Context: an optimization exercise on an open-source flow, tuned for small area, a short achievable clock period and few clock cycles per item. The choices shown serve that exercise and are no tape-out recipe. The RTL was checked by simulation tests, not by an equivalence proof against the original design. Power figures rest on the tool's default switching activity, not on a simulated workload.

## flow/design.v

```verilog
module qmx_lane (
    input  wire [17:0] ent,
    input  wire [2:0]  f,
    input  wire        rz,
    input  wire [8:0]  mx,
    input  wire        nan_blk,    
    input  wire        inf_blk,    
    output wire        we,
    output wire [19:0] word        
);
    wire       sgn  = ent[17];
    wire [8:0] lgs  = ent[16:8];
    wire [6:0] frac = ent[7:1];
    wire       stk  = ent[0];
    reg [2:0] m;
    reg [4:0] c;
    reg [3:0] emx;
    reg [6:0] maxmag;
    reg       is_int;
    always @* begin
        m = 3'd3; c = 5'd14; emx = 4'd8; maxmag = 7'h7E; is_int = 1'b0;
        case (f)
            3'b000: begin m = 3'd3; c = 5'd14; emx = 4'd8;  maxmag = 7'h7E; end  
            3'b001: begin m = 3'd2; c = 5'd29; emx = 4'd15; maxmag = 7'h7B; end  
            3'b010: begin m = 3'd2; c = 5'd6;  emx = 4'd4;  maxmag = 7'h1F; end  
            3'b011: begin m = 3'd3; c = 5'd2;  emx = 4'd2;  maxmag = 7'h1F; end  
            3'b100: begin m = 3'd1; c = 5'd2;  emx = 4'd2;  maxmag = 7'h07; end  
            default: begin m = 3'd6; c = 5'd0; emx = 4'd0; maxmag = 7'h7F; is_int = 1'b1; end
        endcase
    end
    wire signed [10:0] z   = $signed({2'b00, lgs}) - $signed({2'b00, mx}) + $signed({6'd0, c});
    wire               neg = z[10];
    wire [10:0]        nz_ = 11'd0 - z;                     
    wire [3:0]         k0  = 4'd7 - {1'b0, m};
    wire [10:0]        ks  = {7'd0, k0} + (neg ? nz_ : 11'd0);
    wire [3:0]         k   = (ks > 11'd9) ? 4'd9 : ks[3:0];
    wire [15:0] sh   = {1'b1, frac, 8'd0} >> k;
    wire [7:0]  n    = sh[15:8];
    wire        g    = sh[7];
    wire        st   = (|sh[6:0]) | stk;
    wire        up   = !rz && g && (st || n[0]);
    wire [4:0]  zc   = neg ? 5'd0 : z[4:0];
    wire [7:0]  magt = ({3'd0, zc} << m) + n;
    wire [7:0]  mag  = magt + {7'd0, up};
    wire        fovf = (mag > {1'b0, maxmag});
    wire [6:0]  fmag = fovf ? maxmag : mag[6:0];
    reg  [7:0]  felem;
    always @* begin
        case (f)
            3'b010, 3'b011: felem = {2'b00, sgn, fmag[4:0]};
            3'b100:         felem = {4'd0, sgn, fmag[2:0]};
            default:        felem = {sgn, fmag};
        endcase
    end
    wire        iovf  = !sgn && mag[7];
    wire [7:0]  ielem = iovf ? 8'h7F : (sgn ? (8'd0 - mag) : mag);
    wire        clamp = is_int ? iovf : (fovf && !rz);
    wire [7:0]  elem  = is_int ? ielem : felem;
    wire        lost  = (mag == 8'd0) && (lgs != 9'd0);
    wire [7:0]  code  = mx - 9'd23 - {5'd0, emx};
    wire        spec  = nan_blk || inf_blk;
    assign we   = (lgs != 9'h1FF);
    assign word = spec ? {2'b00, inf_blk && !nan_blk, nan_blk, 8'hFF, 8'h00}
                       : {clamp, lost, 2'b00, code, elem};
endmodule
module qmx_unit (
    input  wire        clk,
    input  wire        rst_n,       
    input  wire        in_valid,
    output wire        in_ready,
    input  wire [31:0] in_data,     
    input  wire        in_act,      
    input  wire [3:0]  in_fmt,      
    input  wire        in_rz,       
    output wire        out_valid,
    input  wire        out_ready,
    output wire [31:0] out_word,    
    output wire        out_we       
);
    reg  [4:0]  ph;                 
    reg  [4:0]  in_lane;            
    reg         in_rdy;             
    reg         d_v;                
    reg  [31:0] d_x;
    reg         d_act;
    reg  [2:0]  d_f;                
    reg         d_rz;
    reg  [17:0] ring [0:31];
    reg         full;               
    reg  [4:0]  out_lane;
    reg         pend;               
    reg  [2:0]  i_f;  reg i_rz;  reg [8:0] i_mx;  reg i_nan, i_inf;    
    reg  [2:0]  o_f;  reg o_rz;  reg [8:0] o_mx;  reg o_nan, o_inf;    
    reg         s_v;
    reg  [17:0] s_e;
    reg         o_v;
    reg         o_we;
    reg  [19:0] o_w;
    assign in_ready  = in_rdy;
    assign out_valid = o_v;
    assign out_we    = o_we;
    assign out_word  = {12'd0, o_w};
    wire [7:0]  ex   = d_x[30:23];
    wire [22:0] man  = d_x[22:0];
    wire        fin  = (ex != 8'hFF);
    wire        nzv  = (d_x[30:0] != 31'd0);
    reg  [4:0]  lz;                 
    integer k;
    always @* begin
        lz = 5'd0;
        for (k = 0; k < 23; k = k + 1)
            if (man[k]) lz = 5'd22 - k[4:0];
    end
    wire [22:0] nm   = (ex != 8'd0) ? man : (man << (lz + 5'd1));
    wire [8:0]  lgsv = (ex != 8'd0) ? ({1'b0, ex} + 9'd23) : (9'd23 - {4'd0, lz});
    wire [8:0]  e_lgs = !d_act ? 9'h1FF : (fin && nzv) ? lgsv : 9'd0;
    wire [17:0] d_ent = {d_x[31], e_lgs, nm[22:16], |nm[15:0]};
    wire [8:0]  d_key = (d_act && fin && nzv) ? lgsv : 9'd0;    
    wire        d_nan = d_act && !fin && (man != 23'd0);
    wire        d_inf = d_act && !fin && (man == 23'd0);
    reg  [8:0]  d_floor;            
    always @* begin
        case (d_f)
            3'b000:  d_floor = 9'd31;
            3'b001:  d_floor = 9'd38;
            3'b010:  d_floor = 9'd27;
            3'b011:  d_floor = 9'd25;
            3'b100:  d_floor = 9'd25;
            default: d_floor = 9'd23;
        endcase
    end
    wire [4:0] d_lane    = in_lane - 5'd1;
    wire       d_first   = (d_lane == 5'd0);
    wire       d_last    = (d_lane == 5'd31);
    wire       slot_free = !(full && (out_lane <= d_lane));
    wire       wr        = d_v && (ph == in_lane) && slot_free && !(d_first && pend);
    wire       in_fire   = in_valid && in_rdy;
    wire       d_load    = !d_v || wr;
    wire       o_take    = !o_v || out_ready;           
    wire       s_take    = !s_v || o_take;              
    wire       s_move    = s_v && o_take;
    wire       done      = wr && d_last;                
    wire       rd        = s_take && ((full && (ph == out_lane)) || done);
    wire [8:0] i_base    = d_first ? d_floor : i_mx;
    wire [8:0] n_mx      = (d_key > i_base) ? d_key : i_base;
    wire       n_nan     = d_nan || (!d_first && i_nan);
    wire       n_inf     = d_inf || (!d_first && i_inf);
    wire [2:0] n_f       = d_first ? d_f : i_f;
    wire       n_rz      = d_first ? d_rz : i_rz;
    wire       sw        = (done || pend) && s_take;
    wire [4:0] ph_n      = ph + 5'd1;
    wire [4:0] in_lane_n = in_lane + {4'd0, in_fire};
    wire       d_v_n     = in_fire || (d_v && !wr);
    wire       full_n    = done ? 1'b1 : (rd && out_lane == 5'd31) ? 1'b0 : full;
    wire [4:0] out_lane_n = done ? {4'd0, rd} : out_lane + {4'd0, rd};
    wire       pend_n    = (done || pend) && !s_take;
    wire [4:0] d_lane_n  = in_lane_n - 5'd1;
    wire       wr_ok_n   = !(full_n && (out_lane_n <= d_lane_n)) && !((d_lane_n == 5'd0) && pend_n);
    wire       rdy_n     = (ph_n == in_lane_n) && (!d_v_n || wr_ok_n);
    always @(posedge clk) begin
        if (!rst_n) begin
            ph       <= 5'd0;
            in_lane  <= 5'd0;
            in_rdy   <= 1'b1;
            d_v      <= 1'b0;
            full     <= 1'b0;
            out_lane <= 5'd0;
            pend     <= 1'b0;
            s_v      <= 1'b0;
            o_v      <= 1'b0;
        end else begin
            ph       <= ph_n;
            in_lane  <= in_lane_n;
            in_rdy   <= rdy_n;
            d_v      <= d_v_n;
            full     <= full_n;
            out_lane <= out_lane_n;
            pend     <= pend_n;
            if (s_take) s_v <= rd;
            if (o_take) o_v <= s_v;
        end
    end
    always @(posedge clk) begin
        if (d_load) begin
            d_x   <= in_data;
            d_act <= in_act;
            d_f   <= {in_fmt[3], in_fmt[1:0]};
            d_rz  <= in_rz;
        end
    end
    integer r;
    always @(posedge clk) begin
        ring[0] <= wr ? d_ent : ring[31];
        for (r = 1; r < 32; r = r + 1)
            ring[r] <= ring[r-1];
    end
    always @(posedge clk) begin
        if (wr) begin
            i_f <= n_f;  i_rz <= n_rz;  i_mx <= n_mx;  i_nan <= n_nan;  i_inf <= n_inf;
        end
        if (sw) begin
            if (wr) begin
                o_f <= n_f;  o_rz <= n_rz;  o_mx <= n_mx;  o_nan <= n_nan;  o_inf <= n_inf;
            end else begin
                o_f <= i_f;  o_rz <= i_rz;  o_mx <= i_mx;  o_nan <= i_nan;  o_inf <= i_inf;
            end
        end
    end
    wire        l_we;
    wire [19:0] l_w;
    qmx_lane u_lane (
        .ent     (s_e),
        .f       (o_f),
        .rz      (o_rz),
        .mx      (o_mx),
        .nan_blk (o_nan),
        .inf_blk (o_inf),
        .we      (l_we),
        .word    (l_w)
    );
    always @(posedge clk) begin
        if (rd) s_e <= ring[30];
        if (s_move) begin
            o_we <= l_we;
            o_w  <= l_w;
        end
    end
endmodule
```

## flow/run.sh

```bash
#!/bin/bash
# synth_recipe.tcl (not shown) runs the flow's synth.tcl, then flattens the netlist and writes it again
# the make line also repeats each setting of config.mk as NAME=value (left out here)
make -C /OpenROAD-flow-scripts/flow DESIGN_CONFIG=/design/flow/config.mk WORK_HOME=/design/flow/orfs CLKGATE_MAP_FILE= SYNTH_SCRIPT=/design/flow/synth_recipe.tcl finish
```

## flow/config.mk

```make
export PLATFORM = sky130hd
export DESIGN_NAME = qmx_unit
export DESIGN_NICKNAME = qmx_unit
export VERILOG_FILES = /design/flow/design.v
export SDC_FILE = /design/flow/constraint.sdc
export NUM_CORES = 4
export LEC_CHECK = 0
export CAP_MARGIN = 20
export CORE_MARGIN = 2
export CORE_UTILIZATION = 40
export SLEW_MARGIN = 20
```

## flow/constraint.sdc

```tcl
create_clock -name core_clock -period 18.0 [get_ports {clk}]
set_input_delay 3.6000 -clock core_clock [delete_from_list [all_inputs] [get_ports {clk}]]
set_output_delay 3.6000 -clock core_clock [all_outputs]
set_load 0.01 [all_outputs]
```

==> notes.md <==
## state kept, by name, summed over array words and instances, names as in the netlist, 3 cells and up
| name | flops |
|---|---|
| ph | 5 |
| ring | 576 |
| d_x | 32 |
| in_lane | 5 |
| s_e | 18 |
| i_f | 3 |
| o_w | 20 |
| i_mx | 9 |
| d_f | 3 |
| o_f | 3 |
| out_lane | 5 |
| o_mx | 9 |
## cell families after synthesis
kind of cell    Yosys count  share of synthesized area (%)
buf+inv                 129                           2.56
simple gates            404                           9.21
mux                      53                           2.70
compound gates          338                           10.1
flops                   703                           67.8
other cells               1                         0.0170
xor+xnor                 66                           2.87
fa+ha+maj                80                           4.73
## path summary, 6_finish.rpt
check,slack (ns),cells past startpoint,end
max,7.30,42,o_w[3]
min,0.31,0,ring[26][8]
max reg2reg,7.30,42,o_w[3]
min reg2reg,0.31,0,ring[26][8]
## power by group
part / internal [W] / total (W) / switching (W)
clock network: 0.000879 / 0.00145 / 0.000576
registers: 0.00183 / 0.00190 / 0.0000791
logic: 0.000243 / 0.000618 / 0.000375
total: 0.00295 / 0.00398 / 0.00103
## placed cells by master (no fill, tap or decap), drive strengths merged, types with 37 or more instances in the layout
cell type / n
clkbuf: 107
o21ai: 77
inv: 66
xor2: 39
dfxtp: 612
nor2: 117
nand2: 93
mux2i: 37
a21oi: 96
edfxtp: 91
ha: 74
clkdlybuf4s50: 63
## synth_stat cells (all sizes together) (7+ instances only)
master  instances  share of area [%]
and3            8               0.23
nand4           8               0.23
nor2b          28               0.79
or3             9               0.30
a21oi          96                2.2
ha             74                4.2
mux2i          37                1.7
inv            61                1.0
xor2           39                1.6
dfxtp         612                 55
edfxtp         91                 12
nor4           13               0.46
nor2          117                2.0
nand2b         19               0.57
buf            24               0.78
o22ai           7               0.20
o21a           17               0.58
o21ai          77                1.8
o31ai          12               0.41
o211ai         15               0.51
a21o           11               0.37
or2             9               0.25
clkbuf         43               0.73
a211oi         14               0.50
nand2          93                1.6
o21bai          7               0.24
mux2           12               0.61
a31oi          10               0.28
xnor2          26                1.2
nor3           34               0.89
nand3          26               0.59
and2           20               0.57
## area by class of cell
| cell class | instances | area, µm² | share of cell area (%) |
|---|---|---|---|
| sequential | 703 | 15000 | 58.0 |
| multi-input combinational | 954 | 6620 | 25.6 |
| clock buffer | 107 | 2200 | 8.53 |
| tap | 704 | 881 | 3.41 |
| timing repair buffer | 73 | 706 | 2.73 |
| inverter | 62 | 233 | 0.902 |
| clock inverter | 21 | 188 | 0.727 |
| antenna | 1 | 2.50 | 0.00969 |
## worst max-delay path, delay by kind of cell (launching register included)
kind / cells / cell delay [ns]
compound gates: 16 / 3.92
simple gates: 14 / 2.79
fa+ha+maj: 6 / 1.89
flops: 1 / 0.71
xor+xnor: 2 / 0.44
mux: 1 / 0.37
buf+inv: 3 / 0.34
## metrics by stage
step           setup WS (ns)  cell area (µm²)  hold WS, ns  total power [W]
5_1_grt                 6.49            25800        0.320          0.00418
6_report                7.30            25800        0.313          0.00398
4_1_cts                 7.31            25800        0.309          0.00402
3_5_place_dp            7.31            23400        0.312          0.00255
3_3_place_gp            7.36            23400        0.310          0.00254
2_1_floorplan           9.07            22100        0.310          0.00239
## per-layer routing
layer  GRT usage [%]  share of wire (%)
met3            3.38                4.9
met1            19.9                 49
met5               0                  0
met4            5.44                2.8
met2            21.6                 43
==> notes.md <==
Synth
The average cell area after synthesis is around 12 µm². Counting flops with a built-in enable in the synthesized netlist gives 91. The number of register bits inferred by synthesis is 703.

The post-synth design cell area is 22100 µm². The sequential area share after synthesis is 67.8%. For this run, the leading register cell type out of synthesis is sky130_fd_sc_hd__dfxtp_1.

The Yosys step of the flow raised 3 warnings. The count of mapped cells out of synthesis is 1774. The async set-or-reset flop fraction in the synthesized netlist is 0%. The number of different library cells used by synthesis comes to 97.

Floorplanning
The floorplan core area is 54900 µm². The x dimension of the die is ~240 µm. The floorplan die height is 239 µm. For this design the top-level I/O count stands at 77. The floorplan has between 80 and 90 rows. The die footprint is 57100 µm². The initial standard-cell utilization of the core is 40.3%.

Timing
The transition time of the tightest slew-check pin is 1.01 ns. The final number of hold-violating endpoints is 0. For this run, the top clock speed supported by timing is 93.5 MHz. Adding up every negative setup slack in the final design gives 0 ns. The final max-slew violation count is 0. Setup repair after global routing left no endpoint under its margin. The fraction of the cycle the final worst path needs is approximately three fifths. Setup violations remaining at the end of the flow were counted as 0.

The worst pin sits at a relative slew slack of around 33%. Between clock sinks in the finished design, the worst skew comes to 0.0236 ns. The routed design could run at a clock period as short as between 10 and 15 ns.

Critical path
The data required time at the worst endpoint is 18.33 ns. Tracing the worst setup path back leads to its startpoint at o_f[2]. Along the worst path, the maximum fanout reaches 17.

The data arrival time at the worst-slack endpoint is 11.03 ns. The library cell contributing the largest single delay on the critical path is sky130_fd_sc_hd__edfxtp_1. The type of the worst setup path is reg2reg.

The launch instance of the worst register-to-register path is o_f[2]. STA classifies the critical path endpoint as a flop. The worst setup path is launched from a flop. The critical path's largest stage delay is 0.71 ns.

Routing
The wire length after detailed routing is between 40000 and 50000 µm. The via count normalized by instance count is between 4 and 5. The wire length per cell after detailed routing is 15.3 µm. For this run, the detailed router's first-pass iteration total came to 5.

The remaining routing DRC violations is 0. The detail route stage leaves a number of antenna-violating nets equal to 0. The detailed router finished its first iteration with 753 violations.

The final route contains 12700 vias.

Layout
The core occupancy in the finished layout is 47.0%. The share of cells above drive strength 1 is 9.22%. The final net count is 1986. The finished layout holds 2625 standard cells, fillers aside.

The area growth from synthesis to final layout is 16.8%. After filler insertion, the fill cell instance count of the layout stands at 4873.

Clock tree
Clock tree synthesis selected as its root buffer the cell sky130_fd_sc_hd__clkbuf_16. After clock tree synthesis, the flow added hold-fix buffers numbering 0. The clock-pin transition on the worst setup and hold timing paths is 0.06 ns. The number of buffers added for setup after CTS is 0. The clock tree from TritonCTS is yes. The clock buffer count from CTS is 70. For this design, the sink count on the clock tree is between 700 and 800. After clock tree synthesis, the repair step resized 0 gates. The number of buffers on the longest clock path is 3. The number of H-tree levels is 3. For the worst-skew pair, the clock arrives at the later sink with an insertion delay of a little under 0.6 ns.

Pwr
For this design the ratio of total power to cell area is approximately 150 nW/µm². IR analysis of the VDD net gives a maximum drop of 0.0792 mV. In this run the static leakage power is 10.4 nW.

Global route
Global routing consumed, over all layers together, 14.3% of the routing resources. The first global-routing pass estimated 64600 µm of wire. The via count of the first global-routing pass is 12400.

The pin count of the biggest net entering global routing is 51. The number of antenna violations at the first check in global routing is 2. The sum of overflow across all layers after global routing is 0.

Place
Summed over all nets, the half-perimeter wirelength after detailed placement is approximately 28000 µm. The congestion estimate from routability-driven global placement came to approximately 0.86. The port buffer count is between 60 and 70. The number of placed instances, taps included, is around 2500.

Worst hold path
The worst hold path class is reg2reg. The beginning of the worst hold path is ring[25][8].

Run status
The flow ran to the end and the layout has no timing, DRC or antenna violations.

Job
The reported max-cap violation count is 0.
Testbench counts, summed over its fixed seeds: cycles 33,040, blocks 1,024.

==> port drivers added, routing unchanged <==
The flow's constraints put no driver on any port. The routed layout listed below was extracted and timed again, unchanged, in two steps.
Step 1 assumes that a clkbuf_16 drives the clock port and a buf_2 every other input.
Step 2 also shifts input and output timing later by t, the mid clock arrival at the registers, as if the neighbouring blocks saw the same clock.
a / b / c = ideal ports / drivers / drivers and shift; a / b = the first two.
t (ns): 0.635
setup WS [ns]: 7.301 / 7.301 / 7.301
hold WS [ns]: 0.313 / 0.313 / 0.313
latest minus earliest clock arrival (ns): 0.026 / 0.027
slew at the worst register clock pin (ns): 0.06 / 0.06
After both steps this run still meets setup and hold. For this run, drivers alone change the setup slack by 0.000 ns; drivers and shift together by 0.000 ns.
